Source: an optimization exercise on an open RTL-to-GDS flow (aim: small area, a short achievable clock period and few clock cycles per item). Production flows keep margins and buffers that such runs may drop. In this exercise RTL edits were held to simulation tests only and were not proved equivalent to the original.

== raven ==
==> flow/design.v (excerpt) <==
module ftn_addr_hash (
    input  wire         clk,
    input  wire         rst,         
    input  wire [127:0] key,         
    input  wire         in_valid,
    output wire         in_ready,
    input  wire [127:0] addr,        
    input  wire         is_v6,
    input  wire         v6_pfx,
    output wire         out_valid,
    input  wire         out_ready,
    output wire [63:0]  h,
    output wire [19:0]  index,       
    output wire [15:0]  tag          
);
For scale: roughly 2600 cells after synthesis, roughly 360 I/O pins, roughly 26000 µm² of cells after synthesis.
clock: 11.0 ns
lec_check: 0
cap_margin: 20
core_margin: 2
core_utilization: 50
slew_margin: 20
standard.sh (not shown) runs the stock make flow with config.mk's settings and CLKGATE_MAP_FILE= SYNTH_SCRIPT=/design/flow/synth_recipe.tcl, a recipe that flattens the netlist after the stock synthesis.
==> flow/flow/run.sh <==
#!/bin/bash
# Layout: the standard flow (standard.sh) with these changes:
#  - repair_timing is asked to leave 7.3 ns of setup slack at the 11 ns clock
#    (a 3.7 ns target), so that it sizes the datapath for speed;
#  - the full-adder cells are added to the platform's don't-use list, so
#    synthesis extracts only half adders and leaves the 3-input XORs and
#    majorities of the adders to abc (faster than the fa cell's sum output);
#  - ports are buffered with buf_1 cells instead of the default choice;
#  - clock tree: clkbuf_8 buffers, clusters of at most 16 sinks within 45 um,
#    no dummy loads.
# The clock, the constraints and everything else are the standard ones.
set -euo pipefail
DONT_USE="sky130_fd_sc_hd__probe_p_8 sky130_fd_sc_hd__probec_p_8 sky130_fd_sc_hd__lpflow_bleeder_1 sky130_fd_sc_hd__lpflow_clkbufkapwr_1 sky130_fd_sc_hd__lpflow_clkbufkapwr_16 sky130_fd_sc_hd__lpflow_clkbufkapwr_2 sky130_fd_sc_hd__lpflow_clkbufkapwr_4 sky130_fd_sc_hd__lpflow_clkbufkapwr_8 sky130_fd_sc_hd__lpflow_clkinvkapwr_1 sky130_fd_sc_hd__lpflow_clkinvkapwr_16 sky130_fd_sc_hd__lpflow_clkinvkapwr_2 sky130_fd_sc_hd__lpflow_clkinvkapwr_4 sky130_fd_sc_hd__lpflow_clkinvkapwr_8 sky130_fd_sc_hd__lpflow_decapkapwr_12 sky130_fd_sc_hd__lpflow_decapkapwr_3 sky130_fd_sc_hd__lpflow_decapkapwr_4 sky130_fd_sc_hd__lpflow_decapkapwr_6 sky130_fd_sc_hd__lpflow_decapkapwr_8 sky130_fd_sc_hd__lpflow_inputiso0n_1 sky130_fd_sc_hd__lpflow_inputiso0p_1 sky130_fd_sc_hd__lpflow_inputiso1n_1 sky130_fd_sc_hd__lpflow_inputiso1p_1 sky130_fd_sc_hd__lpflow_inputisolatch_1 sky130_fd_sc_hd__lpflow_isobufsrc_1 sky130_fd_sc_hd__lpflow_isobufsrc_16 sky130_fd_sc_hd__lpflow_isobufsrc_2 sky130_fd_sc_hd__lpflow_isobufsrc_4 sky130_fd_sc_hd__lpflow_isobufsrc_8 sky130_fd_sc_hd__lpflow_isobufsrckapwr_16 sky130_fd_sc_hd__lpflow_lsbuf_lh_hl_isowell_tap_1 sky130_fd_sc_hd__lpflow_lsbuf_lh_hl_isowell_tap_2 sky130_fd_sc_hd__lpflow_lsbuf_lh_hl_isowell_tap_4 sky130_fd_sc_hd__lpflow_lsbuf_lh_isowell_4 sky130_fd_sc_hd__lpflow_lsbuf_lh_isowell_tap_1 sky130_fd_sc_hd__lpflow_lsbuf_lh_isowell_tap_2 sky130_fd_sc_hd__lpflow_lsbuf_lh_isowell_tap_4  sky130_fd_sc_hd__fa_1 sky130_fd_sc_hd__fa_2 sky130_fd_sc_hd__fa_4"
bash standard.sh \
  SETUP_SLACK_MARGIN=7.3 \
  "DONT_USE_CELLS=$DONT_USE" \
  "BUFFER_PORTS_ARGS=-buffer_cell sky130_fd_sc_hd__buf_1" \
  "CTS_ARGS=-sink_clustering_enable -repair_clock_nets -dont_use_dummy_load -buf_list {sky130_fd_sc_hd__clkbuf_8} -sink_clustering_size 16 -sink_clustering_max_diameter 45" \
  finish > standard_flow.log 2>&1
raven: no failed stages, no open violations at the end
Testbench counts of raven, summed over its fixed seeds: cycles 38,308, items 2,400.
Setup changes, raven to ember
- CORE_UTILIZATION changed from 50 to 60
==> flow/flow/run.sh <==
#!/bin/bash
# Layout: the standard flow (standard.sh) with these changes:
#  - repair_timing is asked to leave 7.15 ns of setup slack at the 11 ns clock
#    (a 3.85 ns target), so that it sizes the datapath for speed;
#  - the full-adder cells are added to the platform's don't-use list, so
#    synthesis extracts only half adders and leaves the 3-input XORs and
#    majorities of the adders to abc (faster than the fa cell's sum output);
#  - ports are buffered with buf_1 cells instead of the default choice;
#  - clock tree: clkbuf_8 buffers, clusters of at most 16 sinks within 45 um,
#    no dummy loads.
# The clock, the constraints and everything else are the standard ones.
set -euo pipefail
DONT_USE="sky130_fd_sc_hd__probe_p_8 sky130_fd_sc_hd__probec_p_8 sky130_fd_sc_hd__lpflow_bleeder_1 sky130_fd_sc_hd__lpflow_clkbufkapwr_1 sky130_fd_sc_hd__lpflow_clkbufkapwr_16 sky130_fd_sc_hd__lpflow_clkbufkapwr_2 sky130_fd_sc_hd__lpflow_clkbufkapwr_4 sky130_fd_sc_hd__lpflow_clkbufkapwr_8 sky130_fd_sc_hd__lpflow_clkinvkapwr_1 sky130_fd_sc_hd__lpflow_clkinvkapwr_16 sky130_fd_sc_hd__lpflow_clkinvkapwr_2 sky130_fd_sc_hd__lpflow_clkinvkapwr_4 sky130_fd_sc_hd__lpflow_clkinvkapwr_8 sky130_fd_sc_hd__lpflow_decapkapwr_12 sky130_fd_sc_hd__lpflow_decapkapwr_3 sky130_fd_sc_hd__lpflow_decapkapwr_4 sky130_fd_sc_hd__lpflow_decapkapwr_6 sky130_fd_sc_hd__lpflow_decapkapwr_8 sky130_fd_sc_hd__lpflow_inputiso0n_1 sky130_fd_sc_hd__lpflow_inputiso0p_1 sky130_fd_sc_hd__lpflow_inputiso1n_1 sky130_fd_sc_hd__lpflow_inputiso1p_1 sky130_fd_sc_hd__lpflow_inputisolatch_1 sky130_fd_sc_hd__lpflow_isobufsrc_1 sky130_fd_sc_hd__lpflow_isobufsrc_16 sky130_fd_sc_hd__lpflow_isobufsrc_2 sky130_fd_sc_hd__lpflow_isobufsrc_4 sky130_fd_sc_hd__lpflow_isobufsrc_8 sky130_fd_sc_hd__lpflow_isobufsrckapwr_16 sky130_fd_sc_hd__lpflow_lsbuf_lh_hl_isowell_tap_1 sky130_fd_sc_hd__lpflow_lsbuf_lh_hl_isowell_tap_2 sky130_fd_sc_hd__lpflow_lsbuf_lh_hl_isowell_tap_4 sky130_fd_sc_hd__lpflow_lsbuf_lh_isowell_4 sky130_fd_sc_hd__lpflow_lsbuf_lh_isowell_tap_1 sky130_fd_sc_hd__lpflow_lsbuf_lh_isowell_tap_2 sky130_fd_sc_hd__lpflow_lsbuf_lh_isowell_tap_4  sky130_fd_sc_hd__fa_1 sky130_fd_sc_hd__fa_2 sky130_fd_sc_hd__fa_4"
bash standard.sh \
  SETUP_SLACK_MARGIN=7.15 \
  "DONT_USE_CELLS=$DONT_USE" \
  "BUFFER_PORTS_ARGS=-buffer_cell sky130_fd_sc_hd__buf_1" \
  "CTS_ARGS=-sink_clustering_enable -repair_clock_nets -dont_use_dummy_load -buf_list {sky130_fd_sc_hd__clkbuf_8} -sink_clustering_size 16 -sink_clustering_max_diameter 45" \
  finish > standard_flow.log 2>&1
### Flow results
The hold slack of raven and that of ember are within noise of each other.
Sort ember and raven by critical path depth, descending, and raven comes first.
sky130_fd_sc_hd__xnor2_2 as the slowest cell on the critical path was reported by ember, and sky130_fd_sc_hd__o41a_1 by raven.
From raven to ember the numbers moved as follows: final wirelength has decreased; cell area has decreased.
> inputs changed (ember -> garnet)
- CORE_UTILIZATION changed from 60 to 55
- ABC_AREA newly set to 1
==> flow/flow/run.sh <==
#!/bin/bash
# Layout: the standard flow (standard.sh) with these changes:
#  - repair_timing is asked to leave 7.5 ns of setup slack at the 11 ns clock
#    (a 3.5 ns target), so that it sizes the datapath for speed;
#  - the full-adder cells are added to the platform's don't-use list, so
#    synthesis extracts only half adders and leaves the 3-input XORs and
#    majorities of the adders to abc (faster than the fa cell's sum output);
#  - ports are buffered with buf_1 cells instead of the default choice;
#  - clock tree: clkbuf_8 buffers, clusters of at most 16 sinks within 45 um,
#    no dummy loads.
# The clock, the constraints and everything else are the standard ones.
set -euo pipefail
DONT_USE="sky130_fd_sc_hd__probe_p_8 sky130_fd_sc_hd__probec_p_8 sky130_fd_sc_hd__lpflow_bleeder_1 sky130_fd_sc_hd__lpflow_clkbufkapwr_1 sky130_fd_sc_hd__lpflow_clkbufkapwr_16 sky130_fd_sc_hd__lpflow_clkbufkapwr_2 sky130_fd_sc_hd__lpflow_clkbufkapwr_4 sky130_fd_sc_hd__lpflow_clkbufkapwr_8 sky130_fd_sc_hd__lpflow_clkinvkapwr_1 sky130_fd_sc_hd__lpflow_clkinvkapwr_16 sky130_fd_sc_hd__lpflow_clkinvkapwr_2 sky130_fd_sc_hd__lpflow_clkinvkapwr_4 sky130_fd_sc_hd__lpflow_clkinvkapwr_8 sky130_fd_sc_hd__lpflow_decapkapwr_12 sky130_fd_sc_hd__lpflow_decapkapwr_3 sky130_fd_sc_hd__lpflow_decapkapwr_4 sky130_fd_sc_hd__lpflow_decapkapwr_6 sky130_fd_sc_hd__lpflow_decapkapwr_8 sky130_fd_sc_hd__lpflow_inputiso0n_1 sky130_fd_sc_hd__lpflow_inputiso0p_1 sky130_fd_sc_hd__lpflow_inputiso1n_1 sky130_fd_sc_hd__lpflow_inputiso1p_1 sky130_fd_sc_hd__lpflow_inputisolatch_1 sky130_fd_sc_hd__lpflow_isobufsrc_1 sky130_fd_sc_hd__lpflow_isobufsrc_16 sky130_fd_sc_hd__lpflow_isobufsrc_2 sky130_fd_sc_hd__lpflow_isobufsrc_4 sky130_fd_sc_hd__lpflow_isobufsrc_8 sky130_fd_sc_hd__lpflow_isobufsrckapwr_16 sky130_fd_sc_hd__lpflow_lsbuf_lh_hl_isowell_tap_1 sky130_fd_sc_hd__lpflow_lsbuf_lh_hl_isowell_tap_2 sky130_fd_sc_hd__lpflow_lsbuf_lh_hl_isowell_tap_4 sky130_fd_sc_hd__lpflow_lsbuf_lh_isowell_4 sky130_fd_sc_hd__lpflow_lsbuf_lh_isowell_tap_1 sky130_fd_sc_hd__lpflow_lsbuf_lh_isowell_tap_2 sky130_fd_sc_hd__lpflow_lsbuf_lh_isowell_tap_4  sky130_fd_sc_hd__fa_1 sky130_fd_sc_hd__fa_2 sky130_fd_sc_hd__fa_4"
bash standard.sh \
  SETUP_SLACK_MARGIN=7.5 \
  "DONT_USE_CELLS=$DONT_USE" \
  "BUFFER_PORTS_ARGS=-buffer_cell sky130_fd_sc_hd__buf_1" \
  "CTS_ARGS=-sink_clustering_enable -repair_clock_nets -dont_use_dummy_load -buf_list {sky130_fd_sc_hd__clkbuf_8} -sink_clustering_size 16 -sink_clustering_max_diameter 45" \
  finish > standard_flow.log 2>&1
## What came out
- Both conditions hold for garnet: the flow ran to the end and the final layout passed the timing, DRC and antenna checks.
- Summary of garnet over ember: total via count after detailed routing grew by about 13%, placed instance count went up.
- Looking at post-cts sizing count across garnet and ember, the one that comes out higher is ember.
- garnet — register cell area after layout about 0.36% lower, ember as reference
> inputs changed (garnet -> harbor)
- CORE_UTILIZATION now 65, was 55
- ABC_AREA no longer set, was 1
==> flow/flow/run.sh <==
#!/bin/bash
# Layout: the standard flow (standard.sh) with these changes:
#  - repair_timing is asked to leave 7 ns of setup slack at the 11 ns clock
#    (a 4 ns target), so that it sizes the datapath for speed;
#  - the full-adder cells are added to the platform's don't-use list, so
#    synthesis extracts only half adders and leaves the 3-input XORs and
#    majorities of the adders to abc (faster than the fa cell's sum output);
#  - ports are buffered with buf_1 cells instead of the default choice;
#  - clock tree: clkbuf_8 buffers, clusters of at most 16 sinks within 45 um,
#    no dummy loads.
# The clock, the constraints and everything else are the standard ones.
set -euo pipefail
DONT_USE="sky130_fd_sc_hd__probe_p_8 sky130_fd_sc_hd__probec_p_8 sky130_fd_sc_hd__lpflow_bleeder_1 sky130_fd_sc_hd__lpflow_clkbufkapwr_1 sky130_fd_sc_hd__lpflow_clkbufkapwr_16 sky130_fd_sc_hd__lpflow_clkbufkapwr_2 sky130_fd_sc_hd__lpflow_clkbufkapwr_4 sky130_fd_sc_hd__lpflow_clkbufkapwr_8 sky130_fd_sc_hd__lpflow_clkinvkapwr_1 sky130_fd_sc_hd__lpflow_clkinvkapwr_16 sky130_fd_sc_hd__lpflow_clkinvkapwr_2 sky130_fd_sc_hd__lpflow_clkinvkapwr_4 sky130_fd_sc_hd__lpflow_clkinvkapwr_8 sky130_fd_sc_hd__lpflow_decapkapwr_12 sky130_fd_sc_hd__lpflow_decapkapwr_3 sky130_fd_sc_hd__lpflow_decapkapwr_4 sky130_fd_sc_hd__lpflow_decapkapwr_6 sky130_fd_sc_hd__lpflow_decapkapwr_8 sky130_fd_sc_hd__lpflow_inputiso0n_1 sky130_fd_sc_hd__lpflow_inputiso0p_1 sky130_fd_sc_hd__lpflow_inputiso1n_1 sky130_fd_sc_hd__lpflow_inputiso1p_1 sky130_fd_sc_hd__lpflow_inputisolatch_1 sky130_fd_sc_hd__lpflow_isobufsrc_1 sky130_fd_sc_hd__lpflow_isobufsrc_16 sky130_fd_sc_hd__lpflow_isobufsrc_2 sky130_fd_sc_hd__lpflow_isobufsrc_4 sky130_fd_sc_hd__lpflow_isobufsrc_8 sky130_fd_sc_hd__lpflow_isobufsrckapwr_16 sky130_fd_sc_hd__lpflow_lsbuf_lh_hl_isowell_tap_1 sky130_fd_sc_hd__lpflow_lsbuf_lh_hl_isowell_tap_2 sky130_fd_sc_hd__lpflow_lsbuf_lh_hl_isowell_tap_4 sky130_fd_sc_hd__lpflow_lsbuf_lh_isowell_4 sky130_fd_sc_hd__lpflow_lsbuf_lh_isowell_tap_1 sky130_fd_sc_hd__lpflow_lsbuf_lh_isowell_tap_2 sky130_fd_sc_hd__lpflow_lsbuf_lh_isowell_tap_4  sky130_fd_sc_hd__fa_1 sky130_fd_sc_hd__fa_2 sky130_fd_sc_hd__fa_4"
bash standard.sh \
  SETUP_SLACK_MARGIN=7 \
  "DONT_USE_CELLS=$DONT_USE" \
  "BUFFER_PORTS_ARGS=-buffer_cell sky130_fd_sc_hd__buf_1" \
  "CTS_ARGS=-sink_clustering_enable -repair_clock_nets -dont_use_dummy_load -buf_list {sky130_fd_sc_hd__clkbuf_8} -sink_clustering_size 16 -sink_clustering_max_diameter 45" \
  finish > standard_flow.log 2>&1
==> comparison <==
harbor: non-clock buffer count is 13 lower than what garnet reported.
Going from garnet to harbor, the fraction of final layout cells with drive strength greater than 1 was found to have gone down by 0.46 points.
harbor against garnet; final standard cell area without fillers is down by a few percent.
Utilization of the core after routing | harbor above garnet
Delta (harbor minus garnet): maximum fanout along the worst path picked up an extra 3, setup slack now sits lower.
Here is what was changed in the inputs of fjord compared with harbor.
- CORE_UTILIZATION changed from 65 to 60
- ABC_AREA newly set to 1
==> flow/flow/run.sh <==
#!/bin/bash
# Layout: the standard flow (standard.sh) with these changes:
#  - repair_timing is asked to leave 8.1 ns of setup slack at the 11 ns clock
#    (a 2.9 ns target), so that it sizes the datapath for speed;
#  - the full-adder cells are added to the platform's don't-use list, so
#    synthesis extracts only half adders and leaves the 3-input XORs and
#    majorities of the adders to abc (faster than the fa cell's sum output);
#  - ports are buffered with buf_1 cells instead of the default choice;
#  - clock tree: clkbuf_8 buffers, clusters of at most 16 sinks within 45 um,
#    no dummy loads.
# The clock, the constraints and everything else are the standard ones.
set -euo pipefail
DONT_USE="sky130_fd_sc_hd__probe_p_8 sky130_fd_sc_hd__probec_p_8 sky130_fd_sc_hd__lpflow_bleeder_1 sky130_fd_sc_hd__lpflow_clkbufkapwr_1 sky130_fd_sc_hd__lpflow_clkbufkapwr_16 sky130_fd_sc_hd__lpflow_clkbufkapwr_2 sky130_fd_sc_hd__lpflow_clkbufkapwr_4 sky130_fd_sc_hd__lpflow_clkbufkapwr_8 sky130_fd_sc_hd__lpflow_clkinvkapwr_1 sky130_fd_sc_hd__lpflow_clkinvkapwr_16 sky130_fd_sc_hd__lpflow_clkinvkapwr_2 sky130_fd_sc_hd__lpflow_clkinvkapwr_4 sky130_fd_sc_hd__lpflow_clkinvkapwr_8 sky130_fd_sc_hd__lpflow_decapkapwr_12 sky130_fd_sc_hd__lpflow_decapkapwr_3 sky130_fd_sc_hd__lpflow_decapkapwr_4 sky130_fd_sc_hd__lpflow_decapkapwr_6 sky130_fd_sc_hd__lpflow_decapkapwr_8 sky130_fd_sc_hd__lpflow_inputiso0n_1 sky130_fd_sc_hd__lpflow_inputiso0p_1 sky130_fd_sc_hd__lpflow_inputiso1n_1 sky130_fd_sc_hd__lpflow_inputiso1p_1 sky130_fd_sc_hd__lpflow_inputisolatch_1 sky130_fd_sc_hd__lpflow_isobufsrc_1 sky130_fd_sc_hd__lpflow_isobufsrc_16 sky130_fd_sc_hd__lpflow_isobufsrc_2 sky130_fd_sc_hd__lpflow_isobufsrc_4 sky130_fd_sc_hd__lpflow_isobufsrc_8 sky130_fd_sc_hd__lpflow_isobufsrckapwr_16 sky130_fd_sc_hd__lpflow_lsbuf_lh_hl_isowell_tap_1 sky130_fd_sc_hd__lpflow_lsbuf_lh_hl_isowell_tap_2 sky130_fd_sc_hd__lpflow_lsbuf_lh_hl_isowell_tap_4 sky130_fd_sc_hd__lpflow_lsbuf_lh_isowell_4 sky130_fd_sc_hd__lpflow_lsbuf_lh_isowell_tap_1 sky130_fd_sc_hd__lpflow_lsbuf_lh_isowell_tap_2 sky130_fd_sc_hd__lpflow_lsbuf_lh_isowell_tap_4  sky130_fd_sc_hd__fa_1 sky130_fd_sc_hd__fa_2 sky130_fd_sc_hd__fa_4"
bash standard.sh \
  SETUP_SLACK_MARGIN=8.1 \
  "DONT_USE_CELLS=$DONT_USE" \
  "BUFFER_PORTS_ARGS=-buffer_cell sky130_fd_sc_hd__buf_1" \
  "CTS_ARGS=-sink_clustering_enable -repair_clock_nets -dont_use_dummy_load -buf_list {sky130_fd_sc_hd__clkbuf_8} -sink_clustering_size 16 -sink_clustering_max_diameter 45" \
  finish > standard_flow.log 2>&1
==> notes.md <==
fjord finished all stages; layout check result: FAIL, due to max-capacitance violations, max-slew violations.
Changes observed in fjord relative to harbor: worst slack at placement rose 770 ps; sequential share of layout area went down; met2 global-route usage fell by 8.1 points; global-route met3 utilization moved down.
In the tables for harbor and fjord, number of vias per cell reads higher with harbor.
Compared with harbor, x dimension of the die in fjord increased by a few percent.
In the flow results for harbor and fjord, the critical path depth is smaller on fjord.
[diff] wire length reported by the detailed router, fjord relative to harbor: regression

==> separate check: timing with driven ports <==
Ports are ideal in the flow. The routed layouts listed here were re-timed in OpenROAD.
Step 1 (the two cells are an assumption about what drives the block):
set clk [get_ports {clk}]
set_driving_cell -lib_cell sky130_fd_sc_hd__clkbuf_16 $clk
set_driving_cell -lib_cell sky130_fd_sc_hd__buf_2 [delete_from_list [all_inputs] $clk]
Step 2 also shifts input and output timing later by t, the mid clock arrival at the registers, as if the neighbouring blocks saw the same clock.
Slacks: no drivers / after step 1 / after step 2; pairs: no drivers / after step 1.
run | shift t [ns] | setup slack, ns | worst data-port slew with drivers (ns)
raven | 0.706 | 7.175 / 7.175 / 6.746 | 0.06
ember | 0.738 | 7.032 / 7.032 / 6.481 | 0.05
garnet | 0.720 | 7.504 / 7.445 / 6.898 | 0.10
harbor | 0.725 | 6.961 / 6.961 / 6.548 | 0.05
fjord | 0.746 | 7.517 / 7.461 / 7.439 | 0.09
The setup slack of garnet, which loses most, moves by -0.059 ns with the drivers and by -0.606 ns with both steps.
